From an optimization exercise on the open Yosys and OpenROAD flow, aimed at small area, a short achievable clock period and few clock cycles per item; shortcuts taken in it are not production practice. Only simulation tests tie the RTL to the original design; equivalence was not proved.

==> flow/design.v (outline; a module is shown in full before it is edited, if it fits) <==
// module sha384: 1780 lines
module sha384 (
    input  wire         clk,
    input  wire         rst,            
    input  wire         in_valid,
    output wire         in_ready,
    input  wire [63:0]  in_data,        
    input  wire         in_first,       
    input  wire         in_last,        
    output wire [383:0] digest,         
    output reg          digest_valid
);
  // ...
==> flow/flow/run.sh <==
#!/bin/bash
set -euo pipefail
export SETUP_SLACK_MARGIN=${MARGIN:-6.8}
bash standard.sh > layout.log 2>&1
==> flow/standard.sh <==
#!/bin/bash
# synth_recipe.tcl (not shown) runs the flow's synth.tcl, then flattens the netlist and writes it again
# the make line also repeats each setting of config.mk as NAME=value (left out here)
make -C /OpenROAD-flow-scripts/flow DESIGN_CONFIG=/design/flow/config.mk WORK_HOME=/design/flow/orfs CLKGATE_MAP_FILE= SYNTH_SCRIPT=/design/flow/synth_recipe.tcl "${@:-finish}"
==> flow/config.mk <==
export PLATFORM = sky130hd
export DESIGN_NAME = sha384
export DESIGN_NICKNAME = sha384
export VERILOG_FILES = /design/flow/design.v
export SDC_FILE = /design/flow/constraint.sdc
export NUM_CORES = 8
export LEC_CHECK = 0
export CAP_MARGIN = 40
export CORE_MARGIN = 2
export CORE_UTILIZATION = 40
export SLEW_MARGIN = 40
export SYNTH_MEMORY_MAX_BITS = 16384
==> flow/constraint.sdc <==
create_clock -name core_clock -period 12.0 [get_ports {clk}]
set_input_delay 2.4000 -clock core_clock [delete_from_list [all_inputs] [get_ports {clk}]]
set_output_delay 2.4000 -clock core_clock [all_outputs]
set_load 0.01 [all_outputs]
==> flow_summary.yaml, run 1 <==
outcome:
  outcome: "no timing/DRC/antenna violations"
global_route:
  grt.met1_usage_pct: 47.17
  grt_busiest_layer: "met2"
  grt_pass1_vias: 78320
  grt_pass1_wl_um: 628600
timing:
  fin_crit_ps: 5773
  skew_ps: 74.23
  tns_ps: 0
  worst_pin_slew_ps: 1005
  worst_slack_ps: 6227
  setup_viol: 0
finish:
  layout_commonest_cell: "dfxtp_1"
  top_area_cell_class: "multi-input combinational cells"
  largest_register_ffs: 1024
  seq_share_pct: 33.91
  multi_input_area_share_pct: 46.20
clocking:
  numCtsBuffers: 212
setup_path:
  rrSetupSlack_ps: 6230
  crit_fanout: 6
  r2r-end: "r[4][56]"
synthesis:
  synthFlopType: "dfxtp_1"
  synth-xor-area-share_pct: 8.606
  synth_seq_cells: 2073
job:
  maxCapViolations: 0
route:
  viasPerCell: 5.791
Testbench counts, summed over its fixed seeds: cycles 191,696, blocks 2,396.
==> run 2: changes to the inputs <==
==> flow/flow/run.sh (replaced) <==
#!/bin/bash
set -euo pipefail
export SETUP_SLACK_MARGIN=${MARGIN:-6.2}
bash standard.sh > layout.log 2>&1
--- a/flow/config.mk
+++ b/flow/config.mk
@@ -8,5 +8,6 @@
 export CAP_MARGIN = 40
 export CORE_MARGIN = 2
 export CORE_UTILIZATION = 40
+export CTS_CLUSTER_SIZE = 32
 export SLEW_MARGIN = 40
 export SYNTH_MEMORY_MAX_BITS = 16384
==> run 2 against run 1 <==
Compared with the run above:
- still clean
- via count shrank 3.1%
- clock skew grew 24 ps
- core utilization shrank 2.8 points
- non-clock buffer count shrank 253
- fmax shrank 1.3%
- sequential cell count is the same
- sequential share of layout area grew 1.8 points
- global-route usage shrank 0.86 points
- critical path type unchanged
- critical endpoint is now b[63]
==> flow_summary.yaml, run 2 <==
outcome:
  outcome: "no timing/DRC/antenna violations"
finish:
  drive_gt1_share_pct: 13.66
  design_area_um2: 116900
  area_growth_pct: 21.52
  layout.nets: 11270
  largest_register_ffs: 1024
  reg_top3: "w x1024, r x512"
  layout_common_cells: "dfxtp_1 (1968), nand2_1 (960), xnor2_1 (637)"
  nFillCells: 22000
  fin_cells: 13630
  layout_commonest_cell: "dfxtp_1"
  top_register: "w"
global_route:
  grt_max_degree: 129
  track_usage_pct: 35.99
  gr-total-overflow: 0
  grt_pass1_wl_um: 612500
  antenna_found_initial: 35
  grt_pass1_vias: 75440
synthesis:
  synth_warnings: 3
  yosysTopAreaCellShare_pct: 43.08
  async_flop_share_pct: 0
  synth-edff-count: 4
  yosysTopAreaCell: "dfxtp_1"
  synthCells: 9859
  synth_area_per_cell_um2: 9.753
  ys_top_cells_by_count: "dfxtp_1 (2069), nand2_1 (994), xnor2_1 (695)"
  ys_types: 85
  synthFlopType: "dfxtp_1"
  syn_area_um2: 96160
  synth_seq_cells: 2073
  seq_area_frac_synth_pct: 43.20
  yosysMostFrequentCell: "dfxtp_1"
  synth_area_leaders: "dfxtp_1 (43%), fa_1 (11%), xnor2_1 (6.3%)"
setup_path:
  path_class: "reg -> reg"
  rrSetupSlack_ps: 6150
  cp.required_ps: 12780
  startpoint: "q77"
  r2r-end: "b[63]"
  endpoint: "b[63]"
  worst_setup_path_end_kind: "flip-flop"
  worstSetupStartpointType: "flip-flop"
  r2r_cells: 19
  crit_fanout: 53
  reg2reg_from: "q77"
  arrival_ps: 6630
clocking:
  cts_buffer_depth: 3
  ctsRootBufferMaster: "clkbuf_16"
  cts.sinks: 2073
  clkTransAtPathRegs_ps: 70
  cts_tree: "built"
  clock_latency_ps: 930
  cts_max_level: 4
  numCtsBuffers: 209
die:
  dieArea_um2: 244300
  coreArea_um2: 238500
  row_count: 179
  start_util_pct: 40.31
  die-width_um: 494.3
  die_h_um: 494.3
  io_pins: 455
placed_design:
  dpl.hpwl_um: 343600
  port_buffers: 454
  preCtsSetupSlack_ps: 3906
  gp_congestion: 1.019
  dpl_cell_area_um2: 104200
  dp.cells: 13080
timing:
  hold_viol: 0
  layout_worst_path_cycle_share_pct: 48.75
  setup_viol: 0
  fin_crit_ps: 5850
  fmax_mhz: 170.9
  worst_pin_slew_ps: 953.9
  finalMaxSlewViolations: 0
  skew_ps: 98.19
  tns_ps: 0
  slew_headroom_pct: 35.74
  rsz0062_at_grt: "true"
  worst_slack_ps: 6150
route:
  ant_nets: 0
  viasPerCell: 5.716
  wire_per_inst_um: 33.38
  drtIter0Drc: 8608
  wirelength_um: 454900
  dr.pass1.iters: 6
  drc_errors: 0
  vias: 77880
job:
  maxCapViolations: 0
hold_path:
  hp-class: "reg -> reg"
  holdPathStages: 0
run 2: cell types whose count changed in the layout (fill, tap and decap cells not counted), sizes merged, moves of 2 or more:
cell      before  now
or4           10    8
buf          517  279
inv          526  528
bufinv        24   19
bufbuf        31   10
clkinvlp      10   20
clkinv        57   64
clkbuf       300  296
run 2: how the worst min path moves through the flow:
stage              start         to  slack (ps)
3_3_place_gp     w[8][7]    w[7][7]         310
4_1_cts         w[5][44]   w[4][44]         270
3_5_place_dp    w[2][23]   w[1][23]         310
6_report        w[6][45]   w[5][45]         280
2_1_floorplan   w[11][0]   w[10][0]         310
5_1_grt        w[12][39]  w[11][39]         270
run 2: per-layer routing:
| metal | vias to the layer above | GRT usage, % | wire length, um |
|---|---|---|---|
| li1 | 33800 | - | - |
| met1 | 38740 | 47.24 | 185200 |
| met2 | 4306 | 55.06 | 196900 |
| met3 | 1020 | 7.081 | 38800 |
| met4 | 14 | 21.02 | 33800 |
| met5 | - | 0 | 96 |
run 2: repair_timing:
item                       in CTS  in global routing
setup endpoints to repair     343                112
pin swaps                      85                102
hold buffers                    0                  0
setup buffers                  67                 53
cloned                         13                 10
resized for setup             523                296
run 2: kinds of logic after synthesis:
logic type / count (synthesis) / synth area share, %
AOI/OAI and AO/OA: 2095 / 13.56
and+or+nand+nor: 2493 / 11.48
xor gates and xnor gates: 944 / 8.606
adders and majority gates: 974 / 16.70
DFF: 2073 / 43.20
muxes: 192 / 2.216
buffers and inverters: 1088 / 4.250
run 2: area by class of cell:
class	instances	area (um^2)	share of cell area, %
tap	3167	3963	3.391
timing repair buffer	754	7974	6.824
clock inverter	106	1496	1.281
sequential	2073	41730	35.72
inverter	525	2021	1.729
multi-input combinational	6701	53640	45.90
antenna	16	40.04	0.03426
clock buffer	284	5984	5.121
run 2: stage by stage:
stage	hold WS (ps)	utilization, %
final	275.8	48.99
after global routing	269.1	48.98
after CTS	267.3	48.15
after detailed placement	312.1	43.70
after global placement	309.6	43.60
after floorplan	309.6	-
run 2: critical path: stages (launching register included):
cell and delay, ps:
dfxtp_1 310, buf_4 270, or3_4 400, nand2_8 190
buf_16 240, nor2_4 400, buf_6 330, a21o_1 130
ha_1 260, nand4_1 100, inv_1 80, a221o_1 350
a221o_1 460, o2111ai_2 290, nand2_4 190, a2111o_1 520
a41o_1 360, o31a_1 350, xnor2_2 160, a22o_1 200
==> run 3: changes to the inputs <==
==> flow/flow/run.sh (replaced) <==
#!/bin/bash
set -euo pipefail
export SETUP_SLACK_MARGIN=${MARGIN:-6.2}
export REMOVE_ABC_BUFFERS=1
bash standard.sh > layout.log 2>&1
--- a/flow/config.mk
+++ b/flow/config.mk
@@ -8,6 +8,5 @@
 export CAP_MARGIN = 40
 export CORE_MARGIN = 2
 export CORE_UTILIZATION = 40
-export CTS_CLUSTER_SIZE = 32
 export SLEW_MARGIN = 40
 export SYNTH_MEMORY_MAX_BITS = 16384
==> run 3 against run 2 <==
Compared with the run above:
- final cell count shrank 0.21%
- wire length shrank 4.8%
- still clean on timing, DRC and antenna
==> flow_summary.yaml, run 3 <==
die:
  dieArea_um2: 244300
  die-width_um: 494.3
  coreArea_um2: 238500
  start_util_pct: 40.31
  io_pins: 455
  die_h_um: 494.3
  row_count: 179
route:
  wire_per_inst_um: 31.84
  drc_errors: 0
  viasPerCell: 5.603
  dr.pass1.iters: 6
  wirelength_um: 433000
  vias: 76190
  drtIter0Drc: 7788
  ant_nets: 0
outcome:
  outcome: "no timing/DRC/antenna violations"
synthesis:
  synthFlopType: "dfxtp_1"
  synth_warnings: 3
  synth_area_leaders: "dfxtp_1 (43%), fa_1 (11%), xnor2_1 (6.3%)"
  yosysMostFrequentCell: "dfxtp_1"
  async_flop_share_pct: 0
  synth_seq_cells: 2073
  synth-edff-count: 4
  synthCells: 9859
  synth_area_per_cell_um2: 9.753
  yosysTopAreaCell: "dfxtp_1"
  ys_top_cells_by_count: "dfxtp_1 (2069), nand2_1 (994), xnor2_1 (695)"
  yosysTopAreaCellShare_pct: 43.08
  syn_area_um2: 96160
  ys_types: 85
  seq_area_frac_synth_pct: 43.20
finish:
  top_register: "w"
  largest_register_ffs: 1024
  layout_commonest_cell: "dfxtp_1"
  drive_gt1_share_pct: 12.95
  area_growth_pct: 20.95
  reg_top3: "w x1024, r x512"
  layout_common_cells: "dfxtp_1 (1973), nand2_1 (958), xnor2_1 (635)"
  layout.nets: 11240
  nFillCells: 22050
  design_area_um2: 116300
clocking:
  cts.sinks: 2073
  cts_tree: "built"
  holdBufCountCts: 0
  clock_latency_ps: 910
  numCtsBuffers: 212
  cts_buffer_depth: 3
  cts_max_level: 4
  clkTransAtPathRegs_ps: 60
  ctsRootBufferMaster: "clkbuf_16"
timing:
  finalMaxSlewViolations: 0
  setup_viol: 0
  slew_headroom_pct: 35.31
  worst_pin_slew_ps: 970.3
  skew_ps: 74.67
  rsz0062_at_grt: "true"
  hold_viol: 0
  fmax_mhz: 171.9
  layout_worst_path_cycle_share_pct: 48.47
  fin_crit_ps: 5817
  tns_ps: 0
placed_design:
  dpl_cell_area_um2: 104100
  gp_congestion: 1.023
  dpl.hpwl_um: 329100
  port_buffers: 454
setup_path:
  worst_setup_path_end_kind: "flip-flop"
  r2r_cells: 23
  cp.required_ps: 12790
  slowest_stage: "fa_1"
  crit_fanout: 14
  path_class: "reg -> reg"
  worstSetupStartpointType: "flip-flop"
  crit_chain: "buf_12 > buf_12 > ha_4 > buf_4 > a21oi_1 > o2bb2ai_1 > a221oi_1 > nand3_1 > o21ai_0 > fa_1 > ha_1 > a21oi_1 > a2bb2oi_1 > a21oi_1 > o2bb2ai_1 > o21a_1 > a21oi_4 > o31ai_4 > a41o_1 > o21ai_2 > o2bb2ai_1 > o21bai_1 > xnor2_1"
  arrival_ps: 6610
  worst_path_largest_cell_delay_ps: 510
  r2r-end: "x[63]"
  reg2reg_from: "rc[0]"
  rrSetupSlack_ps: 6180
hold_path:
  holdPathStages: 0
  hold_end: "w[1][4]"
  hp-start: "w[2][4]"
  hp-class: "reg -> reg"
global_route:
  grt_max_degree: 96
  grt_pass1_vias: 74270
  grt_pass1_wl_um: 591000
  antenna_found_initial: 23
  track_usage_pct: 34.58
  gr-total-overflow: 0
job:
  maxCapViolations: 0
run 3: cell counts after synthesis:
Identical to the previous run, type by type.
run 3: what timing repair did:
action	4_1_cts	5_1_grt
pin swaps	90	87
resized for setup	493	229
setup endpoints to repair	290	89
cloned	13	5
setup buffers	70	30
run 3: critical path: cells and delay by family, from the launching register on:
| kind | cells | cell delay (ps) |
|---|---|---|
| DFF | 1 | 370 |
| buffers and inverters | 3 | 610 |
| AOI/OAI and AO/OA | 15 | 3140 |
| xor gates and xnor gates | 1 | 130 |
| adders and majority gates | 3 | 1110 |
| and+or+nand+nor | 1 | 320 |
run 3: how the worst max path moves through the flow:
stage,cells after the start,to,slack [ps],from
after floorplan,4,e[58],-11900,rc[2]
after global placement,24,x[63],3800,rc[1]
after detailed placement,24,x[63],3850,rc[1]
after CTS,27,x[63],6150,rc[1]
after global routing,24,x[63],6070,rc[1]
final,23,x[63],6180,rc[0]
run 3: routing by layer:
metal  global-route usage [%]  vias up  share of wire (%)
li1                         -    33790                  -
met1                    45.66    37790                 41
met2                    52.42     3718                 43
met3                    5.606      894                7.4
met4                    22.49        0                7.8
met5                        0        -                  0
run 3: kinds of logic (layout without fill, tap and decap cells):
family,count (synthesis),count (layout),share of synthesized area [%]
and+or+nand+nor,2493,2495,11.48
AOI/OAI and AO/OA,2095,2095,13.56
DFF,2073,2073,43.20
buffers and inverters,1088,1646,4.250
adders and majority gates,974,974,16.70
xor gates and xnor gates,944,944,8.606
muxes,192,192,2.216
other,0,11,0
run 3: through the flow:
step / utilization [%] / std cells / setup slack [ps] / hold WS, ps
after global routing: 48.75 / 13590 / 6074 / 292.9
after global placement: 43.57 / 13070 / 3797 / 309.7
after CTS: 48.17 / 13550 / 6147 / 286.5
final: 48.76 / 13600 / 6183 / 294.2
after floorplan: - / 9296 / -11900 / 309.6
after detailed placement: 43.64 / 13070 / 3851 / 312.1
run 3: layout make-up:
| class | instances | area [um^2] | area share [%] |
|---|---|---|---|
| timing repair buffer | 721 | 7407 | 6.369 |
| sequential | 2073 | 41720 | 35.87 |
| multi-input combinational | 6700 | 53320 | 45.85 |
| inverter | 525 | 2009 | 1.728 |
| antenna | 11 | 27.53 | 0.02367 |
| clock inverter | 128 | 1992 | 1.713 |
| clock buffer | 272 | 5861 | 5.039 |
| tap | 3167 | 3963 | 3.407 |
==> run 4: changes to the inputs <==
==> flow/flow/run.sh (replaced) <==
#!/bin/bash
set -euo pipefail
export SETUP_SLACK_MARGIN=${MARGIN:-6.2}
bash standard.sh > layout.log 2>&1
--- a/flow/config.mk
+++ b/flow/config.mk
@@ -5,6 +5,7 @@
 export SDC_FILE = /design/flow/constraint.sdc
 export NUM_CORES = 8
 export LEC_CHECK = 0
+export ABC_AREA = 1
 export CAP_MARGIN = 40
 export CORE_MARGIN = 2
 export CORE_UTILIZATION = 40
==> run 4 against run 3 <==
Compared with the run above:
- worst hold slack gained 8.3 ps
- still clean
- register-to-register slack barely moved
- wire length rose by 19%
- synthesized cell count is 32% higher
- setup slack better by 3.7 ps
- count of clock-buffer cells in the layout increased by 22
- largest cell class unchanged
- core utilization is 1.7 points lower
==> flow_summary.yaml, run 4 <==
global_route:
  grt_busiest_layer: "met2"
  grt.met1_usage_pct: 47.35
  track_usage_pct: 38.20
  grt_max_degree: 78
  gr-total-overflow: 0
  use_met2_pct: 59.22
  grt_pass1_vias: 87330
  grt_pass1_wl_um: 698800
  antenna_found_initial: 34
  met3_usage_pct: 7.202
clocking:
  clkTransAtPathRegs_ps: 70
  holdBufCountCts: 0
  clock_latency_ps: 960
  cts_buffer_depth: 4
  ctsRootBufferMaster: "clkbuf_16"
  numCtsBuffers: 227
  cts_tree: "built"
  cts_max_level: 4
  cts.sinks: 2073
setup_path:
  r2r_cells: 19
  path_buf_inv: 2
  r2r-end: "r[0][54]"
  cpMostUsedCell: "nand2_1"
  critical-path-top-delay-family: "simple AND/OR/NAND/NOR gates"
  arrival_ps: 6530
  worst_path_largest_cell_delay_ps: 830
  slowest_stage: "dfxtp_1"
  worstSetupStartpointType: "flip-flop"
  crit_fanout: 6
  worst_setup_path_end_kind: "flip-flop"
  reg2reg_from: "e[59]"
  crit_chain: "xor2_1 > fa_1 > nor2_1 > inv_1 > nand2_1 > xor2_1 > fa_1 > ha_1 > nand2_1 > nor2_1 > nand2_1 > inv_1 > nand4_1 > nand3b_1 > nand2_1 > nand2_1 > nand2_1 > nand3_1 > o21ai_0"
  rrSetupSlack_ps: 6190
  cp.required_ps: 12720
  path_class: "reg -> reg"
outcome:
  outcome: "no timing/DRC/antenna violations"
finish:
  reg_top3: "w x1024, r x512"
  largest_register_ffs: 1024
  top_register: "w"
  drive_gt1_share_pct: 5.424
  layout.nets: 14510
  layout_commonest_cell: "nand2_1"
  nFillCells: 25550
  fin_cells: 17100
  area_growth_pct: 16.69
  layout_common_cells: "nand2_1 (3032), inv_1 (2098), dfxtp_1 (2044)"
  design_area_um2: 121000
synthesis:
  yosysMostFrequentCell: "nand2_1"
  yosysTopAreaCell: "dfxtp_1"
  synth_warnings: 3
  syn_area_um2: 103700
  yosysTopAreaCellShare_pct: 39.94
  ys_top_cells_by_count: "nand2_1 (3047), inv_1 (2110), dfxtp_1 (2069)"
  ys_types: 63
  synth_area_leaders: "dfxtp_1 (40%), nand2_1 (11%), fa_1 (10%)"
  synth_seq_cells: 2073
  synthFlopType: "dfxtp_1"
  async_flop_share_pct: 0
  synth-edff-count: 4
  synthCells: 13060
  synth_area_per_cell_um2: 7.940
  seq_area_frac_synth_pct: 40.06
route:
  dr.pass1.iters: 6
  ant_nets: 0
  viasPerCell: 5.365
  drtIter0Drc: 10460
  wire_per_inst_um: 30.12
  drc_errors: 0
  vias: 91760
  wirelength_um: 515100
job:
  maxCapViolations: 0
timing:
  whs_ps: 302.5
  setup_viol: 0
  rsz0062_at_grt: "true"
  skew_ps: 89.27
  fmax_mhz: 172.0
  fin_crit_ps: 5813
  finalMaxSlewViolations: 0
  slew_headroom_pct: 38.09
  layout_worst_path_cycle_share_pct: 48.44
  tns_ps: 0
  worst_pin_slew_ps: 919.0
  hold_viol: 0
die:
  row_count: 186
  die_h_um: 513.2
  dieArea_um2: 263300
  start_util_pct: 40.29
  coreArea_um2: 257400
  io_pins: 455
  die-width_um: 513.2
hold_path:
  hp-start: "w[3][4]"
  holdPathStages: 0
  hold_end: "w[2][4]"
  hp-class: "reg -> reg"
placed_design:
  dpl.hpwl_um: 419000
  gp_congestion: 1.084
  port_buffers: 454
  dpl_cell_area_um2: 112200
  dp.cells: 16640
## run 4: changes by cell type after synthesis, moves of 210 or more
cell      previous run  this run
a21o_1             236        26
clkbuf_1           505       261
inv_1              522      2110
nand2_1            994      3047
nand3_1            161       732
nor2_1             662       929
xnor2_1            695       302
## run 4: what timing repair did
item,4_1_cts,5_1_grt
endpoints found under the setup margin,151,128
setup buffers,11,7
resized for setup,65,98
pin swaps,5,5
cloned,1,0
## run 4: logic make-up (layout without fill, tap and decap cells)
kind of cell	Yosys count	in the layout	synth area share, %
AO/OA/AOI/OAI	1858	1858	10.11
XOR/XNOR	682	682	5.760
adder cells (fa/ha/maj)	940	940	15.15
buffers and inverters	2520	3157	9.284
flip-flops	2073	2073	40.06
multiplexers	18	18	0.1749
other	0	20	0
AND/OR/NAND/NOR	4970	4971	19.46
## run 4: how the worst max path moves through the flow
| stage | cells past startpoint | end | from | slack, ps |
|---|---|---|---|---|
| floorplan | 25 | x[33] | rc[0] | 6950 |
| global placement | 22 | x[50] | rc[4] | 4850 |
| detailed placement | 22 | x[53] | rc[4] | 4800 |
| CTS | 19 | a[55] | q79 | 6200 |
| global route | 23 | x[54] | rc[4] | 6170 |
| finish | 19 | r[0][54] | e[59] | 6190 |
## run 4: metrics by stage
stage                     setup slack [ps]  util [%]
final                                 6187     47.02
after floorplan                       6953         -
after CTS                             6202     46.82
after global routing                  6175     47.00
after detailed placement              4804     43.58
after global placement                4847     43.51
## run 4: cell type report
type	count	area, um^2	area share [%]
repair buffers	610	5933	4.903
clock inverters	127	1677	1.385
inverters	2126	8039	6.643
multi-input cells	8469	53140	43.91
diodes	20	50.05	0.04136
well taps	3384	4234	3.499
clock buffers	294	6359	5.254
flip-flops and latches	2073	41580	34.36
## run 4: per-layer routing
layer / vias up / share of wire (%)
met3: 1281 / 8.3
met1: 43960 / 39
met5: - / 0.0095
met4: 8 / 8.9
met2: 4712 / 44
li1: 41810 / -
## run 4: worst register-to-register path, cell delays in order, from the launching register on
cell and delay, ps:
dfxtp_1 830, xor2_1 610, fa_1 660, nor2_1 200, inv_1 70, nand2_1 110
xor2_1 180, fa_1 440, ha_1 400, nand2_1 140, nor2_1 220, nand2_1 300
inv_1 160, nand4_1 100, nand3b_1 380, nand2_1 310, nand2_1 170, nand2_1 60
nand3_1 70, o21ai_0 170
==> run 5: changes to the inputs <==
--- a/flow/config.mk
+++ b/flow/config.mk
@@ -5,9 +5,10 @@
 export SDC_FILE = /design/flow/constraint.sdc
 export NUM_CORES = 8
 export LEC_CHECK = 0
-export ABC_AREA = 1
 export CAP_MARGIN = 40
 export CORE_MARGIN = 2
 export CORE_UTILIZATION = 40
+export CTS_BUF_LIST = sky130_fd_sc_hd__clkbuf_8
+export CTS_CLUSTER_SIZE = 24
 export SLEW_MARGIN = 40
 export SYNTH_MEMORY_MAX_BITS = 16384
==> run 5 against run 4 <==
Compared with the run above:
- fmax is 1.1% lower
- die area is 7.2% lower
- sequential share of layout area is 1.2 points higher
- count of clock-buffer cells in the layout is 148 higher
- critical path depth is 1 higher
- sequential cell count stayed put
- wire length is 11% lower
- final cell count is 19% lower
- clock skew is 59 ps higher
- critical path type unchanged
- largest cell class unchanged
- highest routed layer unchanged
==> flow_summary.yaml, run 5 <==
outcome:
  outcome: "no timing/DRC/antenna violations"
die:
  dieArea_um2: 244300
  die_h_um: 494.3
  die-width_um: 494.3
  start_util_pct: 40.31
  row_count: 179
  io_pins: 455
  coreArea_um2: 238500
synthesis:
  yosysTopAreaCell: "dfxtp_1"
  yosysTopAreaCellShare_pct: 43.08
  synth-edff-count: 4
  ys_top_cells_by_count: "dfxtp_1 (2069), nand2_1 (994), xnor2_1 (695)"
  synthFlopType: "dfxtp_1"
  ys_types: 85
  yosysMostFrequentCell: "dfxtp_1"
  synth_area_per_cell_um2: 9.753
  synth_seq_cells: 2073
  seq_area_frac_synth_pct: 43.20
  synthCells: 9859
  synth_area_leaders: "dfxtp_1 (43%), fa_1 (11%), xnor2_1 (6.3%)"
  synth_warnings: 3
  async_flop_share_pct: 0
  syn_area_um2: 96160
hold_path:
  hp-class: "reg -> reg"
  holdPathStages: 0
  hp-start: "w[5][27]"
clocking:
  clkTransAtPathRegs_ps: 60
  cts_tree: "built"
  cts_max_level: 5
  ctsRootBufferMaster: "clkbuf_8"
  cts_buffer_depth: 4
  numCtsBuffers: 358
  holdBufCountCts: 0
  cts.sinks: 2073
  clock_latency_ps: 1160
route:
  ant_nets: 0
  dr.pass1.iters: 6
  viasPerCell: 5.696
  drtIter0Drc: 8701
  drc_errors: 0
  vias: 79130
  wirelength_um: 459100
  wire_per_inst_um: 33.05
global_route:
  antenna_found_initial: 30
  track_usage_pct: 36.20
  gr-total-overflow: 0
  grt_max_degree: 129
  grt_pass1_vias: 76640
  grt_pass1_wl_um: 616400
finish:
  layout.nets: 11440
  layout_commonest_cell: "dfxtp_1"
  layout_common_cells: "dfxtp_1 (1967), nand2_1 (956), xnor2_1 (636)"
  largest_register_ffs: 1024
  area_growth_pct: 22.12
  drive_gt1_share_pct: 15.69
  top_register: "w"
  reg_top3: "w x1024, r x512"
  nFillCells: 22170
placed_design:
  port_buffers: 454
  gp_congestion: 1.019
  dpl.hpwl_um: 343600
timing:
  skew_ps: 148.6
  layout_worst_path_cycle_share_pct: 49.00
  fin_crit_ps: 5880
  slew_headroom_pct: 35.82
  rsz0062_at_grt: "true"
  worst_pin_slew_ps: 955.9
  fmax_mhz: 170.1
  whs_ps: 236.4
  tns_ps: 0
  hold_viol: 0
  setup_viol: 0
  finalMaxSlewViolations: 0
job:
  maxCapViolations: 0
setup_path:
  path_class: "reg -> reg"
  reg2reg_from: "q77"
  crit_fanout: 53
  arrival_ps: 6810
  cp.required_ps: 12930
  startpoint: "q77"
  r2r_cells: 20
  worst_setup_path_end_kind: "flip-flop"
  worstSetupStartpointType: "flip-flop"
run 5: changes by cell type after synthesis, moves of 143 or more:
cell	change
a21o_1	+210
and2_1	+143
clkbuf_1	+244
inv_1	-1588
mux2_2	+146
nand2_1	-2053
nand3_1	-571
nor2_1	-267
xnor2_1	+393
run 5: path summary, 6_finish.rpt:
kind,to,slack [ps]
setup / recovery,f[44],6120
hold / removal,w[4][27],240
setup reg to reg,f[44],6120
hold reg to reg,w[4][27],240
run 5: layout make-up:
type | count | area (um^2) | share of cell area [%]
Multi-Input combinational cell | 6701 | 54140 | 46.11
Timing Repair Buffer | 780 | 8287 | 7.057
Clock buffer | 442 | 6083 | 5.181
Antenna cell | 26 | 65.06 | 0.05541
Tap cell | 3167 | 3963 | 3.375
Sequential cell | 2073 | 41740 | 35.54
Inverter | 525 | 2022 | 1.722
Clock inverter | 178 | 1126 | 0.9590
run 5: kinds of logic after synthesis:
| family | synth area share [%] |
|---|---|
| AOI/OAI and AO/OA | 13.56 |
| xor gates and xnor gates | 8.606 |
| adders and majority gates | 16.70 |
| buffers and inverters | 4.250 |
| DFF | 43.20 |
| muxes | 2.216 |
| and+or+nand+nor | 11.48 |
run 5: critical path: stages (launching register included):
cell      delay [ps]
dfxtp_1          310
buf_4            270
or3_4            410
nand2_8          190
buf_12           210
nor3_2           370
buf_6            340
nor2_1           140
ha_1             290
nor2b_1          140
o31a_1           250
o21a_1           310
o211ai_1         250
nand2_1          190
a41oi_2          350
o21bai_1         230
a21oi_2          370
o21ai_1          160
a21oi_1          200
xnor2_1          190
a32o_1           310
run 5: stage by stage:
| stage | setup slack, ps | cells | util [%] | instance area (um^2) |
|---|---|---|---|---|
| after detailed placement | 3906 | 13080 | 43.70 | 104200 |
| final | 6120 | 13890 | 49.23 | 117400 |
| after global routing | 6105 | 13880 | 49.21 | 117400 |
| after floorplan | 6206 | 9859 | - | 96160 |
| after global placement | 3667 | 13070 | 43.60 | 104000 |
| after CTS | 6141 | 13780 | 48.11 | 114800 |
run 5: what timing repair did:
item / in CTS / in global routing
buffers inserted: 72 / 72
pin swaps: 92 / 141
setup endpoints to repair: 349 / 110
cloned: 14 / 11
resized for setup: 562 / 388
run 5: layer usage:
layer  routed length (um)  up-vias  global-route usage [%]
met4                35120       12                   22.44
met5                   80        -                       0
met2               197700     4404                   54.87
li1                     -    34240                       -
met1               187100    39350                   47.29
met3                39160     1123                   7.352
==> run 6: changes to the inputs <==
--- a/flow/config.mk
+++ b/flow/config.mk
@@ -7,8 +7,7 @@
 export LEC_CHECK = 0
 export CAP_MARGIN = 40
 export CORE_MARGIN = 2
-export CORE_UTILIZATION = 40
-export CTS_BUF_LIST = sky130_fd_sc_hd__clkbuf_8
-export CTS_CLUSTER_SIZE = 24
+export CORE_UTILIZATION = 45
+export PLACE_DENSITY = 0.65
 export SLEW_MARGIN = 40
 export SYNTH_MEMORY_MAX_BITS = 16384
==> run 6 against run 5 <==
Compared with the run above:
- still clean on timing, DRC and antenna
- critical path depth increased by 3
- core utilization increased by 5.3 points
- wire length decreased by 3.4%
- critical path type unchanged
- critical endpoint is now r[0][60]
- largest cell class unchanged
- highest routed layer unchanged
==> flow_summary.yaml, run 6 <==
outcome:
  outcome: "no timing/DRC/antenna violations"
timing:
  tns_ps: 0
  setup_viol: 0
  whs_ps: 271.7
  fin_crit_ps: 5852
  hold_viol: 0
  skew_ps: 85.23
  fmax_mhz: 170.9
  layout_worst_path_cycle_share_pct: 48.77
  finalMaxSlewViolations: 0
  slew_headroom_pct: 35.30
  rsz0062_at_grt: "true"
  worst_pin_slew_ps: 960.4
synthesis:
  synth_seq_cells: 2073
  seq_area_frac_synth_pct: 43.20
  synth_area_leaders: "dfxtp_1 (43%), fa_1 (11%), xnor2_1 (6.3%)"
  synth-xor-area-share_pct: 8.606
  yosys.area_share.simple_pct: 11.48
  yosys.area_share.adder_pct: 16.70
  synth-edff-count: 4
  synth_compound_area_share_pct: 13.56
  ys_top_cells_by_count: "dfxtp_1 (2069), nand2_1 (994), xnor2_1 (695)"
  ys_types: 85
  yosysTopAreaCellShare_pct: 43.08
  synth_area_per_cell_um2: 9.753
  synthFlopType: "dfxtp_1"
  async_flop_share_pct: 0
  yosysMostFrequentCell: "dfxtp_1"
  synth_warnings: 3
  yosysTopAreaCell: "dfxtp_1"
  synth_mux_area_share_pct: 2.216
  syn_area_um2: 96160
  synthCells: 9859
  synth_top_family_by_area: "adder cells"
finish:
  nFillCells: 18760
  largest_register_ffs: 1024
  layout_common_cells: "dfxtp_1 (1969), nand2_1 (965), nor2_1 (626)"
  area_growth_pct: 20.35
  layout_commonest_cell: "dfxtp_1"
  reg_top3: "w x1024, r x512"
  final_core_util_pct: 54.51
  drive_gt1_share_pct: 13.13
  layout.nets: 11250
  top_register: "w"
die:
  row_count: 169
  io_pins: 455
  coreArea_um2: 212300
  dieArea_um2: 217400
  die_h_um: 466.3
  start_util_pct: 45.29
  die-width_um: 466.3
setup_path:
  worstSetupStartpointType: "flip-flop"
  path_class: "reg -> reg"
  worst_path_largest_cell_delay_ps: 560
  crit_chain: "xor2_2 > xnor2_2 > fa_2 > buf_4 > xnor2_4 > buf_6 > xnor2_4 > fa_1 > ha_4 > fa_2 > a21oi_4 > o21ai_2 > a21oi_2 > o31a_1 > buf_6 > o21ba_4 > o211ai_1 > o21ai_2 > buf_4 > o21ai_4 > a21oi_2 > xnor2_1 > mux2_2"
  cp.required_ps: 12800
  crit_fanout: 5
  slowest_stage: "fa_1"
  arrival_ps: 6650
  worst_setup_path_end_kind: "flip-flop"
  r2r_cells: 23
clocking:
  clkTransAtPathRegs_ps: 60
  cts.sinks: 2073
  cts_max_level: 4
  cts_buffer_depth: 3
  clock_latency_ps: 920
  cts_tree: "built"
  ctsRootBufferMaster: "clkbuf_16"
  numCtsBuffers: 207
route:
  viasPerCell: 5.876
  drtIter0Drc: 8672
  wire_per_inst_um: 33.46
  ant_nets: 0
  wirelength_um: 443400
  drc_errors: 0
  dr.pass1.iters: 6
  vias: 77860
job:
  maxCapViolations: 0
placed_design:
  port_buffers: 454
  gp_congestion: 1.058
  dpl.hpwl_um: 332100
hold_path:
  hp-class: "reg -> reg"
  holdPathStages: 0
global_route:
  grt_pass1_wl_um: 603000
  grt_pass1_vias: 76130
  gr-total-overflow: 0
  track_usage_pct: 39.81
  antenna_found_initial: 23
  grt_max_degree: 147
==> run 6: layout make-up <==
type,instances,area (um^2),area share [%]
Clock inverter,101,1451,1.254
Inverter,525,2013,1.740
Clock buffer,280,5804,5.016
Multi-Input combinational cell,6702,53570,46.29
Sequential cell,2073,41760,36.09
Antenna cell,13,32.53,0.02811
Tap cell,2821,3530,3.050
Timing Repair Buffer,735,7562,6.535
==> run 6: cell families after synthesis <==
group	after synthesis
flops	2073
compound gates	2095
simple gates	2493
mux	192
fa+ha+maj	974
xor+xnor	944
buf+inv	1088
==> run 6: repair_timing <==
item	in CTS	in global routing
pin swaps	68	123
hold buffers	0	0
setup endpoints to repair	392	101
gates resized for setup	415	350
cloned	12	4
setup buffers	61	52
==> run 6: path summary, 6_finish.rpt <==
check           start       end  slack, ps
min reg2reg  w[2][33]  w[1][33]        270
max             e[43]  r[0][60]       6150
max reg2reg     e[43]  r[0][60]       6150
min          w[2][33]  w[1][33]        270
==> run 6: stage by stage <==
stage | instances | area, um^2 | setup WS, ps
final | 13250 | 115700 | 6148
after floorplan | 9859 | 96160 | 6206
after CTS | 13180 | 113600 | 6098
after global routing | 13240 | 115700 | 6111
after detailed placement | 12730 | 103800 | 4067
after global placement | 12720 | 103500 | 3990
==> run 6: per-layer routing <==
| layer | wire (um) | global-route usage (%) | part of all wire (%) | up-vias |
|---|---|---|---|---|
| met5 | 235 | 0 | 0.053 | - |
| met4 | 37740 | 27.43 | 8.5 | 14 |
| met3 | 42010 | 8.721 | 9.5 | 1178 |
| met2 | 188700 | 59.56 | 43 | 4442 |
| met1 | 174700 | 51.30 | 39 | 38450 |
| li1 | - | - | - | 33780 |
==> run 6: worst max-delay path, delay by kind of cell, from the launching register on <==
kind                       cells  cell delay (ps)
muxes                          1              270
DFF                            1              390
AOI/OAI and AO/OA              9             1900
buffers and inverters          4              650
adders and majority gates      4             1530
xor gates and xnor gates       5             1040
==> run 7: changes to the inputs <==
--- a/flow/config.mk
+++ b/flow/config.mk
@@ -7,7 +7,6 @@
 export LEC_CHECK = 0
 export CAP_MARGIN = 40
 export CORE_MARGIN = 2
-export CORE_UTILIZATION = 45
-export PLACE_DENSITY = 0.65
+export CORE_UTILIZATION = 50
 export SLEW_MARGIN = 40
 export SYNTH_MEMORY_MAX_BITS = 16384
==> run 7 against run 6 <==
Compared with the run above:
- still clean on timing, DRC and antenna
- sequential share of layout area is 0.20 points lower
- synthesized cell count unchanged
- clock skew rose by 35 ps
- critical path type unchanged
==> flow_summary.yaml, run 7 <==
setup_path:
  crit_chain: "buf_6 > xor2_2 > xnor2_2 > fa_2 > buf_6 > xnor2_4 > xnor2_2 > fa_1 > inv_1 > ha_4 > a211oi_2 > o21bai_2 > o2111ai_4 > nand2_4 > a211oi_2 > buf_6 > o31ai_4 > a2111o_1 > a221oi_4 > buf_12 > o21ai_1 > xor2_1 > buf_4 > mux2_2"
  arrival_ps: 6740
  crit_fanout: 6
  cp.required_ps: 12830
  r2r-end: "r[4][56]"
  slowest_stage: "fa_2"
  critical-path-top-delay-family: "compound AO/OA/AOI/OAI gates"
  path_class: "reg -> reg"
  worstSetupStartpointType: "flip-flop"
  r2r_cells: 24
  reg2reg_from: "e[43]"
  worst_path_largest_cell_delay_ps: 580
  cpMostUsedCell: "buf_6"
  path_buf_inv: 6
  rrSetupSlack_ps: 6080
  worst_setup_path_end_kind: "flip-flop"
synthesis:
  yosysTopAreaCell: "dfxtp_1"
  yosysTopAreaCellShare_pct: 43.08
  synth_area_leaders: "dfxtp_1 (43%), fa_1 (11%), xnor2_1 (6.3%)"
  ys_types: 85
  synth-edff-count: 4
  yosysMostFrequentCell: "dfxtp_1"
  synthFlopType: "dfxtp_1"
  synth_warnings: 3
  seq_area_frac_synth_pct: 43.20
  ys_top_cells_by_count: "dfxtp_1 (2069), nand2_1 (994), xnor2_1 (695)"
  synth_area_per_cell_um2: 9.753
  async_flop_share_pct: 0
  synth_seq_cells: 2073
  syn_area_um2: 96160
  synthCells: 9859
clocking:
  numCtsBuffers: 205
  ctsRootBufferMaster: "clkbuf_16"
  clkTransAtPathRegs_ps: 70
  cts_buffer_depth: 3
  cts_max_level: 4
  clock_latency_ps: 940
  cts.sinks: 2073
  cts_tree: "built"
timing:
  setup_viol: 0
  fin_crit_ps: 5918
  worst_pin_slew_ps: 1013
  finalMaxSlewViolations: 0
  fmax_mhz: 169.0
  skew_ps: 119.8
  slew_headroom_pct: 31.95
  tns_ps: 0
  hold_viol: 0
  layout_worst_path_cycle_share_pct: 49.32
  rsz0062_at_grt: "true"
placed_design:
  port_buffers: 454
  dpl.hpwl_um: 326500
  gp_congestion: 1.068
  dp.cells: 12410
  dpl_cell_area_um2: 103200
route:
  drtIter0Drc: 9556
  ant_nets: 0
  wirelength_um: 450300
  viasPerCell: 6.172
  drc_errors: 0
  dr.pass1.iters: 9
  vias: 80060
  wire_per_inst_um: 34.72
finish:
  layout_common_cells: "dfxtp_1 (1964), nand2_1 (955), xnor2_1 (626)"
  nFillCells: 15610
  layout_commonest_cell: "dfxtp_1"
  reg_top3: "w x1024, r x512"
  design_area_um2: 116300
  layout.nets: 11270
  largest_register_ffs: 1024
  fin_cells: 12970
  drive_gt1_share_pct: 13.98
  area_growth_pct: 20.92
  seqCellArea_um2: 41730
  top_register: "w"
  multi_input_area_um2: 53760
die:
  die-width_um: 442.5
  die_h_um: 442.5
  row_count: 160
  coreArea_um2: 190600
  start_util_pct: 50.45
  dieArea_um2: 195800
  io_pins: 455
hold_path:
  hp-class: "reg -> reg"
  hold_end: "w[2][17]"
  holdPathStages: 0
  hp-start: "w[3][17]"
global_route:
  grt_pass1_wl_um: 606800
  antenna_found_initial: 28
  gr-total-overflow: 0
  grt_pass1_vias: 77400
  grt_max_degree: 97
  track_usage_pct: 44.18
outcome:
  outcome: "no timing/DRC/antenna violations"
job:
  maxCapViolations: 0
[run 7: through the flow]
step | utilization [%] | setup WS (ps) | hold slack [ps]
after floorplan | - | 6206 | 309.6
after global placement | 54.08 | 3926 | 309.6
after detailed placement | 54.17 | 4202 | 312.1
after CTS | 59.59 | 6100 | 210.3
after global routing | 60.99 | 6051 | 212.1
final | 61.01 | 6082 | 219.2
[run 7: worst max path at each step]
stage	start	slack [ps]	depth (start not counted)	to
2_1_floorplan	rc[1]	6210	25	x[63]
3_3_place_gp	rc[1]	3930	20	x[63]
3_5_place_dp	rc[1]	4200	21	x[63]
4_1_cts	e[43]	6100	26	e[62]
5_1_grt	q79	6050	23	r[0][63]
6_report	e[43]	6080	24	r[4][56]
[run 7: worst reg2reg max path: stages (launching register included)]
cell,delay [ps]
dfxtp_1,310
buf_6,160
xor2_2,180
xnor2_2,300
fa_2,580
buf_6,160
xnor2_4,210
xnor2_2,110
fa_1,530
inv_1,80
ha_4,250
a211oi_2,270
o21bai_2,120
o2111ai_4,270
nand2_4,130
a211oi_2,270
buf_6,200
o31ai_4,90
a2111o_1,510
a221oi_4,340
buf_12,170
o21ai_1,80
xor2_1,160
buf_4,160
mux2_2,270
[run 7: layout make-up]
cell class              count  area share [%]
inverters                 525           1.726
clock inverters           116           1.452
repair buffers            763           7.006
well taps                2511           2.702
multi-input cells        6701           46.24
diodes                     12         0.02583
clock buffers             269           4.964
flip-flops and latches   2073           35.89
[run 7: cell families (layout without fill, tap and decap cells)]
kind of cell	after synthesis	count (layout)	synth area share [%]
and+or+nand+nor	2493	2496	11.48
AOI/OAI and AO/OA	2095	2095	13.56
adders and majority gates	974	974	16.70
muxes	192	192	2.216
other	0	12	0
xor gates and xnor gates	944	944	8.606
buffers and inverters	1088	1673	4.250
DFF	2073	2073	43.20
[run 7: layer usage]
layer  share of wire [%]  vias to the layer above  track usage (%)
met3                  11                     1563            10.57
met1                  37                    39140            54.36
met5               0.032                        -                0
li1                    -                    33850                -
met2                  43                     5490            66.41
met4                  10                       20            35.15
[run 7: what timing repair did]
action,in CTS,in global routing
resized for setup,465,407
buffers inserted,75,59
setup endpoints to repair,302,131
hold buffers,0,0
cloned,15,16
pin swaps,69,114
==> run 8: changes to the inputs <==
--- a/flow/config.mk
+++ b/flow/config.mk
@@ -7,6 +7,6 @@
 export LEC_CHECK = 0
 export CAP_MARGIN = 40
 export CORE_MARGIN = 2
-export CORE_UTILIZATION = 50
+export CORE_UTILIZATION = 40
 export SLEW_MARGIN = 40
 export SYNTH_MEMORY_MAX_BITS = 16384
==> run 8 against run 7 <==
Compared with the run above:
- area after synthesis unchanged
- fmax increased by 1.2%
- critical path depth down 5
- highest routed layer unchanged
==> flow_summary.yaml, run 8 <==
outcome:
  outcome: "no timing/DRC/antenna violations"
placed_design:
  preCtsSetupSlack_ps: 3906
  dpl.hpwl_um: 343600
  gp_congestion: 1.019
  dp.cells: 13080
  port_buffers: 454
clocking:
  ctsRootBufferMaster: "clkbuf_16"
  cts_buffer_depth: 3
  cts_tree: "built"
  cts.sinks: 2073
  clock_latency_ps: 930
  clkTransAtPathRegs_ps: 70
  numCtsBuffers: 209
  holdBufCountCts: 0
  cts_max_level: 4
setup_path:
  crit_fanout: 53
  worstSetupStartpointType: "flip-flop"
  r2r_cells: 19
  path_class: "reg -> reg"
  arrival_ps: 6630
  reg2reg_from: "q77"
  rrSetupSlack_ps: 6150
  cp.required_ps: 12780
  r2r-end: "b[63]"
  worst_setup_path_end_kind: "flip-flop"
die:
  die-width_um: 494.3
  start_util_pct: 40.31
  io_pins: 455
  row_count: 179
  dieArea_um2: 244300
  die_h_um: 494.3
  coreArea_um2: 238500
finish:
  largest_register_ffs: 1024
  layout_common_cells: "dfxtp_1 (1968), nand2_1 (960), xnor2_1 (637)"
  layout_commonest_cell: "dfxtp_1"
  reg_top3: "w x1024, r x512"
  nFillCells: 22000
  fin_cells: 13630
  top_register: "w"
  area_growth_pct: 21.52
  layout.nets: 11270
  drive_gt1_share_pct: 13.66
timing:
  hold_viol: 0
  skew_ps: 98.19
  rsz0062_at_grt: "true"
  tns_ps: 0
  fin_crit_ps: 5850
  fmax_mhz: 170.9
  worst_slack_ps: 6150
  slew_headroom_pct: 35.74
  setup_viol: 0
  layout_worst_path_cycle_share_pct: 48.75
  worst_pin_slew_ps: 953.9
  finalMaxSlewViolations: 0
synthesis:
  synthFlopType: "dfxtp_1"
  synth_mux_area_share_pct: 2.216
  yosys.area_share.adder_pct: 16.70
  synth-edff-count: 4
  yosysMostFrequentCell: "dfxtp_1"
  synth-xor-area-share_pct: 8.606
  ys_types: 85
  synth_warnings: 3
  async_flop_share_pct: 0
  yosysTopAreaCell: "dfxtp_1"
  synth_area_per_cell_um2: 9.753
  seq_area_frac_synth_pct: 43.20
  syn_area_um2: 96160
  synth_compound_area_share_pct: 13.56
  ys_top_cells_by_count: "dfxtp_1 (2069), nand2_1 (994), xnor2_1 (695)"
  synthCells: 9859
  synth_top_family_by_area: "adder cells"
  yosysTopAreaCellShare_pct: 43.08
  yosys.area_share.simple_pct: 11.48
  synth_seq_cells: 2073
  synth_area_leaders: "dfxtp_1 (43%), fa_1 (11%), xnor2_1 (6.3%)"
global_route:
  grt_pass1_vias: 75440
  antenna_found_initial: 35
  grt_max_degree: 129
  grt_pass1_wl_um: 612500
  gr-total-overflow: 0
  track_usage_pct: 35.99
route:
  dr.pass1.iters: 6
  wirelength_um: 454900
  drtIter0Drc: 8608
  drc_errors: 0
  wire_per_inst_um: 33.38
  vias: 77880
  viasPerCell: 5.716
  ant_nets: 0
job:
  maxCapViolations: 0
hold_path:
  holdPathStages: 0
  hold_end: "w[5][45]"
  hp-class: "reg -> reg"
  hp-start: "w[6][45]"
-- run 8: cell counts after synthesis --
No cell type changed its count.
-- run 8: area by class of cell --
cell class              count  area (um^2)  share of cell area (%)
diodes                     16        40.04                 0.03426
clock buffers             284         5984                   5.121
clock inverters           106         1496                   1.281
inverters                 525         2021                   1.729
multi-input cells        6701        53640                   45.90
flip-flops and latches   2073        41730                   35.72
well taps                3167         3963                   3.391
repair buffers            754         7974                   6.824
-- run 8: worst max path at each step --
stage | start | to | slack (ps) | cells after the start
after floorplan | rc[1] | x[63] | 6210 | 25
after detailed placement | rc[0] | x[63] | 3910 | 23
after global placement | rc[0] | x[63] | 3670 | 22
after global routing | ld_first | x[63] | 6130 | 20
after CTS | e[42] | r[4][63] | 6170 | 27
final | q77 | b[63] | 6150 | 19
-- run 8: cells by family (layout without fill, tap and decap cells) --
family / Yosys count / in the layout
mux: 192 / 192
xor+xnor: 944 / 944
fa+ha+maj: 974 / 974
compound gates: 2095 / 2095
other cells: 0 / 16
flops: 2073 / 2073
buf+inv: 1088 / 1669
simple gates: 2493 / 2496
-- run 8: critical path, stage by stage (launching register included) --
cell,delay [ps]
dfxtp_1,310
buf_4,270
or3_4,400
nand2_8,190
buf_16,240
nor2_4,400
buf_6,330
a21o_1,130
ha_1,260
nand4_1,100
inv_1,80
a221o_1,350
a221o_1,460
o2111ai_2,290
nand2_4,190
a2111o_1,520
a41o_1,360
o31a_1,350
xnor2_2,160
a22o_1,200
-- run 8: repair_timing --
action	in CTS	in global routing
cloned	13	10
setup buffers	67	53
endpoints found under the hold margin	0	0
gates resized for setup	523	296
setup endpoints to repair	343	112
pin swaps	85	102
-- run 8: stage by stage --
stage	hold WS, ps	area, um^2	utilization (%)
3_5_place_dp	312.1	104200	43.70
5_1_grt	269.1	116800	48.98
3_3_place_gp	309.6	104000	43.60
2_1_floorplan	309.6	96160	-
6_report	275.8	116900	48.99
4_1_cts	267.3	114800	48.15
-- run 8: layer usage --
layer	share of wire, %	wire length (um)	up-vias	track usage [%]
li1	-	-	33800	-
met1	41	185200	38740	47.24
met2	43	196900	4306	55.06
met3	8.5	38800	1020	7.081
met4	7.4	33800	14	21.02
met5	0.021	96	-	0
==> run 9: changes to the inputs <==
==> flow/flow/run.sh (replaced) <==
#!/bin/bash
# The standard layout (the standard.sh) with timing repair aimed below the
# clock period (SETUP_SLACK_MARGIN ns of slack), and without the full-adder
# cells, so the carry-save trees are built from faster gates.
set -euo pipefail
export SETUP_SLACK_MARGIN=${MARGIN:-6.5}
export DONT_USE_CELLS="sky130_fd_sc_hd__fa_1 sky130_fd_sc_hd__fa_2 sky130_fd_sc_hd__fa_4"
bash standard.sh > layout.log 2>&1
==> run 9 against run 8 <==
Compared with the run above:
- wire length increased by 2.5%
- synthesized cell count unchanged
- sequential cell count unchanged
- still clean
- area after synthesis unchanged
- final area increased by 3.6%
- global-route usage increased by 0.80 points
- final cell count increased by 1.0%
- worst hold slack got worse by 19 ps
- count of clock-buffer cells in the layout decreased by 10
- highest routed layer unchanged
- critical path type unchanged
- die area unchanged
==> flow_summary.yaml, run 9 <==
die:
  dieArea_um2: 244300
  io_pins: 455
  row_count: 179
  coreArea_um2: 238500
  start_util_pct: 40.31
  die_h_um: 494.3
  die-width_um: 494.3
clocking:
  numCtsBuffers: 210
  clkTransAtPathRegs_ps: 60
  cts_max_level: 4
  ctsRootBufferMaster: "clkbuf_16"
  clock_latency_ps: 930
  cts.sinks: 2073
  cts_buffer_depth: 3
  cts_tree: "built"
route:
  drc_errors: 0
  wl_met2_um: 198600
  wirelength_met1_um: 185900
  wirelength_um: 466100
  met3WireLength_um: 42450
  drtIter0Drc: 8492
  vias: 79100
  ant_nets: 0
  wire_per_inst_um: 33.85
  top_layer: "met5"
  dr.pass1.iters: 9
  viasPerCell: 5.745
global_route:
  grt_pass1_vias: 76820
  antenna_found_initial: 43
  track_usage_pct: 36.79
  grt_max_degree: 122
  grt_pass1_wl_um: 624200
  gr-total-overflow: 0
finish:
  reg_top3: "w x1024, r x512"
  nFillCells: 21740
  area_growth_pct: 25.87
  drive_gt1_share_pct: 17.85
  design_area_um2: 121000
  top_register: "w"
  layout_commonest_cell: "dfxtp_1"
  layout.nets: 11410
  layout_common_cells: "dfxtp_1 (1930), nand2_1 (942), nor2_1 (608)"
  largest_register_ffs: 1024
  fin_cells: 13770
synthesis:
  ys_types: 85
  syn_area_um2: 96160
  synthFlopType: "dfxtp_1"
  ys_top_cells_by_count: "dfxtp_1 (2069), nand2_1 (994), xnor2_1 (695)"
  synth-edff-count: 4
  synthCells: 9859
  seq_area_frac_synth_pct: 43.20
  synth_area_leaders: "dfxtp_1 (43%), fa_1 (11%), xnor2_1 (6.3%)"
  async_flop_share_pct: 0
  synth_area_per_cell_um2: 9.753
  yosysTopAreaCellShare_pct: 43.08
  synth_warnings: 3
  synth_seq_cells: 2073
  yosysMostFrequentCell: "dfxtp_1"
  yosysTopAreaCell: "dfxtp_1"
setup_path:
  crit_fanout: 6
  worst_setup_path_end_kind: "flip-flop"
  arrival_ps: 6490
  path_class: "reg -> reg"
  r2r_cells: 22
  worstSetupStartpointType: "flip-flop"
  cp.required_ps: 12780
timing:
  hold_viol: 0
  rsz0062_at_grt: "true"
  setup_viol: 0
  slew_headroom_pct: 35.32
  fin_crit_ps: 5715
  layout_worst_path_cycle_share_pct: 47.62
  skew_ps: 82.28
  fmax_mhz: 175.0
  worst_pin_slew_ps: 966.6
  finalMaxSlewViolations: 0
  tns_ps: 0
outcome:
  outcome: "no timing/DRC/antenna violations"
placed_design:
  dpl_cell_area_um2: 104200
  gp_congestion: 1.004
  port_buffers: 454
  dpl.hpwl_um: 344300
  dp.cells: 13080
hold_path:
  hp-class: "reg -> reg"
  holdPathStages: 0
job:
  maxCapViolations: 0
[run 9: worst max-delay path: stages (launching register included)]
cell,delay (ps)
dfxtp_4,430
xor2_2,210
xnor2_2,340
fa_2,570
xor2_4,200
xnor2_2,160
fa_1,530
inv_2,50
ha_4,240
a211oi_2,230
o211ai_1,190
a21oi_4,250
nand4b_1,250
a221o_2,510
a21oi_4,210
o31a_1,170
buf_6,120
o21ai_4,70
a21oi_4,160
buf_12,160
o21ai_4,60
xor2_2,170
a211o_1,290
[run 9: through the flow]
stage	setup WS (ps)	utilization, %	hold WS, ps
after global placement	3609	43.61	309.7
after detailed placement	3931	43.70	312.1
after CTS	6299	49.35	259.9
after global routing	6254	50.73	266.6
after floorplan	6484	-	309.6
final	6285	50.74	256.8
[run 9: logic make-up after synthesis]
group | after synthesis | synth area share, %
simple gates | 2493 | 11.48
compound gates | 2095 | 13.56
flops | 2073 | 43.20
buf+inv | 1088 | 4.250
fa+ha+maj | 974 | 16.70
xor+xnor | 944 | 8.606
mux | 192 | 2.216
[run 9: layout make-up]
type / count / area [um^2] / share of cell area, %
diodes: 14 / 35.03 / 0.02895
inverters: 525 / 2021 / 1.670
clock buffers: 274 / 5877 / 4.856
repair buffers: 894 / 9414 / 7.778
flip-flops and latches: 2073 / 41880 / 34.60
multi-input cells: 6703 / 56000 / 46.27
well taps: 3167 / 3963 / 3.274
clock inverters: 119 / 1846 / 1.525
[run 9: worst paths after layout]
kind / start / slack, ps / endpoint
worst max-delay path: e[52] / 6290 / e[62]
worst min-delay path: w[4][25] / 260 / w[3][25]
worst max register to register: e[52] / 6290 / e[62]
worst min register to register: w[4][25] / 260 / w[3][25]
[run 9: per-layer routing]
metal / vias to the layer above / GRT usage [%]
li1: 34130 / -
met1: 39280 / 47.48
met2: 4533 / 55.35
met3: 1143 / 8.103
met4: 18 / 24.27
met5: - / 0
[run 9: repair_timing]
| item | in CTS | in global routing |
|---|---|---|
| hold buffers | 0 | 0 |
| pin swaps | 211 | 195 |
| cloned | 21 | 12 |
| gates resized for setup | 910 | 456 |
| setup buffers | 164 | 85 |
| endpoints found under the setup margin | 352 | 155 |
==> run 10: changes to the inputs <==
==> flow/flow/run.sh (replaced) <==
#!/bin/bash
# The standard layout (the standard.sh) with timing repair aimed below the
# clock period (SETUP_SLACK_MARGIN ns of slack), and with the full-adder cells
# added to the platform's don't-use list, so the carry-save trees are built
# from faster gates.
set -euo pipefail
export SETUP_SLACK_MARGIN=${MARGIN:-6.5}
DONT_USE="sky130_fd_sc_hd__probe_p_8 sky130_fd_sc_hd__probec_p_8 sky130_fd_sc_hd__lpflow_bleeder_1 sky130_fd_sc_hd__lpflow_clkbufkapwr_1 sky130_fd_sc_hd__lpflow_clkbufkapwr_16 sky130_fd_sc_hd__lpflow_clkbufkapwr_2 sky130_fd_sc_hd__lpflow_clkbufkapwr_4 sky130_fd_sc_hd__lpflow_clkbufkapwr_8 sky130_fd_sc_hd__lpflow_clkinvkapwr_1 sky130_fd_sc_hd__lpflow_clkinvkapwr_16 sky130_fd_sc_hd__lpflow_clkinvkapwr_2 sky130_fd_sc_hd__lpflow_clkinvkapwr_4 sky130_fd_sc_hd__lpflow_clkinvkapwr_8 sky130_fd_sc_hd__lpflow_decapkapwr_12 sky130_fd_sc_hd__lpflow_decapkapwr_3 sky130_fd_sc_hd__lpflow_decapkapwr_4 sky130_fd_sc_hd__lpflow_decapkapwr_6 sky130_fd_sc_hd__lpflow_decapkapwr_8 sky130_fd_sc_hd__lpflow_inputiso0n_1 sky130_fd_sc_hd__lpflow_inputiso0p_1 sky130_fd_sc_hd__lpflow_inputiso1n_1 sky130_fd_sc_hd__lpflow_inputiso1p_1 sky130_fd_sc_hd__lpflow_inputisolatch_1 sky130_fd_sc_hd__lpflow_isobufsrc_1 sky130_fd_sc_hd__lpflow_isobufsrc_16 sky130_fd_sc_hd__lpflow_isobufsrc_2 sky130_fd_sc_hd__lpflow_isobufsrc_4 sky130_fd_sc_hd__lpflow_isobufsrc_8 sky130_fd_sc_hd__lpflow_isobufsrckapwr_16 sky130_fd_sc_hd__lpflow_lsbuf_lh_hl_isowell_tap_1 sky130_fd_sc_hd__lpflow_lsbuf_lh_hl_isowell_tap_2 sky130_fd_sc_hd__lpflow_lsbuf_lh_hl_isowell_tap_4 sky130_fd_sc_hd__lpflow_lsbuf_lh_isowell_4 sky130_fd_sc_hd__lpflow_lsbuf_lh_isowell_tap_1 sky130_fd_sc_hd__lpflow_lsbuf_lh_isowell_tap_2 sky130_fd_sc_hd__lpflow_lsbuf_lh_isowell_tap_4 sky130_fd_sc_hd__fa_1 sky130_fd_sc_hd__fa_2 sky130_fd_sc_hd__fa_4"
bash standard.sh DONT_USE_CELLS="$DONT_USE" finish > layout.log 2>&1
==> run 10 against run 9 <==
Compared with the run above:
- still clean
- wire length up 3.1%
- count of clock-buffer cells in the layout grew 7
- synthesized cell count up 11%
- core utilization shrank 0.071 points
- non-clock buffer count grew 80
- critical path depth up 1
- final cell count is 9.8% higher
- setup slack got worse by 85 ps
==> flow_summary.yaml, run 10 <==
synthesis:
  yosysMostFrequentCell: "dfxtp_1"
  synthFlopType: "dfxtp_1"
  async_flop_share_pct: 0
  synthCells: 10930
  synth_warnings: 3
  synth_area_per_cell_um2: 9.196
  ys_top_cells_by_count: "dfxtp_1 (2069), nor2_1 (1077), nand2_1 (991)"
  synth-edff-count: 4
  yosysTopAreaCellShare_pct: 41.22
  synth_seq_cells: 2073
  seq_area_frac_synth_pct: 41.34
placed_design:
  dpl.hpwl_um: 359000
  gp_congestion: 1.014
die:
  coreArea_um2: 250500
  start_util_pct: 40.11
  die-width_um: 505.2
  io_pins: 455
global_route:
  grt_pass1_wl_um: 649600
  track_usage_pct: 35.94
  gr-total-overflow: 0
  antenna_found_initial: 37
setup_path:
  worst_setup_path_end_kind: "flip-flop"
  path_buf_inv: 2
  cpMostUsedCell: "xnor2_2"
  startpoint: "e[17]"
  reg2reg_from: "e[17]"
  slowest_stage: "a311oi_4"
  path_class: "reg -> reg"
  crit_chain: "buf_6 > xnor2_4 > xnor2_2 > buf_6 > ha_4 > xnor2_4 > xnor2_2 > xor2_2 > ha_1 > xnor2_1 > ha_1 > a211oi_2 > o2111ai_2 > a311oi_4 > o21ai_4 > a311o_1 > a221o_1 > nand3_1 > a31o_1 > a21oi_2 > a211oi_2 > xnor2_2 > a221o_1"
  worstSetupStartpointType: "flip-flop"
  cp.required_ps: 12680
  critical-path-top-delay-family: "compound AO/OA/AOI/OAI gates"
  crit_fanout: 4
  worst_path_largest_cell_delay_ps: 410
route:
  ant_nets: 0
  dr.pass1.iters: 6
  drc_errors: 0
  viasPerCell: 5.718
  vias: 86480
  drtIter0Drc: 8322
job:
  maxCapViolations: 0
finish:
  layout_commonest_cell: "dfxtp_1"
  reg_top3: "w x1024, r x512"
  top_register: "w"
  layout_common_cells: "dfxtp_1 (1949), nor2_1 (1019), nand2_1 (947)"
  nFillCells: 23140
  largest_register_ffs: 1024
  layout.nets: 12550
timing:
  whs_ps: 260.0
  skew_ps: 129.4
  rsz0062_at_grt: "true"
  fin_crit_ps: 5800
  tns_ps: 0
  worst_pin_slew_ps: 953.1
  hold_viol: 0
clocking:
  numCtsBuffers: 217
  cts_tree: "built"
  clkTransAtPathRegs_ps: 70
  cts.sinks: 2073
  clock_latency_ps: 920
hold_path:
  hp-class: "reg -> reg"
  hp-start: "w[10][29]"
outcome:
  outcome: "no timing/DRC/antenna violations"
==> run 10: changes by cell type after synthesis, sizes merged, moves of 35 or more <==
cell / change
xnor2: +254
ha: +497
inv: -409
nand2b: +153
o21ai: +64
o21bai: +184
nor2: +415
xor2: +244
mux2i: -35
maj3: +55
fa: -528
==> run 10: layout make-up <==
| class | instances | area (um^2) | share of cell area [%] |
|---|---|---|---|
| Clock buffer | 281 | 5971 | 4.704 |
| Tap cell | 3348 | 4189 | 3.300 |
| Sequential cell | 2073 | 41850 | 32.97 |
| Antenna cell | 12 | 30.03 | 0.02366 |
| Multi-Input combinational cell | 8193 | 62390 | 49.16 |
| Inverter | 116 | 476.7 | 0.3756 |
| Timing Repair Buffer | 974 | 9985 | 7.867 |
| Clock inverter | 126 | 2034 | 1.603 |
==> run 10: logic make-up (layout without fill, tap and decap cells) <==
| family | count (synthesis) | in the layout | share of synthesized area (%) |
|---|---|---|---|
| adders and majority gates | 998 | 998 | 12.20 |
| buffers and inverters | 666 | 1497 | 2.495 |
| xor gates and xnor gates | 1442 | 1442 | 12.57 |
| DFF | 2073 | 2073 | 41.34 |
| and+or+nand+nor | 3188 | 3193 | 14.21 |
| muxes | 189 | 189 | 2.119 |
| AOI/OAI and AO/OA | 2371 | 2371 | 15.07 |
| other | 0 | 12 | 0 |
==> run 10: repair_timing <==
action                     in CTS  in global routing
buffers inserted              188                148
gates cloned                   17                 10
pin swaps                     211                232
gates resized for setup       790                528
setup endpoints to repair     426                141
==> run 10: path summary, 6_finish.rpt <==
path | to | slack (ps) | cells after the start
setup / recovery | a[63] | 6200 | 23
hold / removal | w[9][29] | 260 | 0
setup reg to reg | a[63] | 6200 | 23
hold reg to reg | w[9][29] | 260 | 0
==> run 10: routing by layer <==
metal,vias up,global-route usage (%),part of all wire [%]
met1,42360,47.59,42
met2,4100,54.91,43
met4,10,22.06,7.7
met3,1039,5.548,7.6
li1,38970,-,-
met5,-,0,0.015
==> run 10: per-stage QoR <==
stage | utilization, % | setup slack (ps) | cell area (um^2) | std cells
floorplan | - | 6505 | 100500 | 10930
global placement | 43.34 | 4003 | 108600 | 14340
detailed placement | 43.46 | 4321 | 108900 | 14340
CTS | 49.05 | 6256 | 122900 | 14950
global route | 50.66 | 6118 | 126900 | 15110
finish | 50.67 | 6200 | 126900 | 15120

## separate check: timing with driven ports
In the flow no input, the clock included, has a driving cell. The finished layouts below were timed again as built, in two steps. Step 1: set_driving_cell puts a clkbuf_16 on clk and a buf_2 on each other input, an assumption about the parent block. Step 2, shift: input delay + t, output delay - t, t = (earliest + latest rising clock arrival at the registers) / 2. This alone moves slack from input paths to output paths. a / b / c = ideal / step 1 / step 2; a / b = the first two.
run	t (ns)	setup slack, ns	hold WS [ns]	worst slew at a driven data input, ns	pins driven straight from the clock port
run 1	0.979	6.227 / 6.227 / 6.227	0.281 / 0.281 / 0.281	0.09	1
run 2	0.986	6.150 / 6.150 / 6.150	0.276 / 0.276 / 0.276	0.08	1
run 3	0.962	6.183 / 6.183 / 6.183	0.294 / 0.294 / 0.294	0.07	1
run 4	1.015	6.187 / 6.187 / 6.187	0.303 / 0.303 / 0.303	0.15	1
run 5	1.183	6.120 / 6.120 / 6.120	0.236 / 0.236 / 0.236	0.08	1
run 6	0.980	6.148 / 6.148 / 6.148	0.272 / 0.272 / 0.272	0.07	1
run 7	0.984	6.082 / 6.082 / 6.082	0.219 / 0.219 / 0.219	0.11	1
run 8	0.986	6.150 / 6.150 / 6.150	0.276 / 0.276 / 0.276	0.08	1
run 9	0.982	6.285 / 6.285 / 6.285	0.257 / 0.257 / 0.257	0.11	1
run 10	0.970	6.200 / 6.200 / 6.200	0.260 / 0.260 / 0.260	0.14	1
After both steps setup and hold are still met in every run listed.
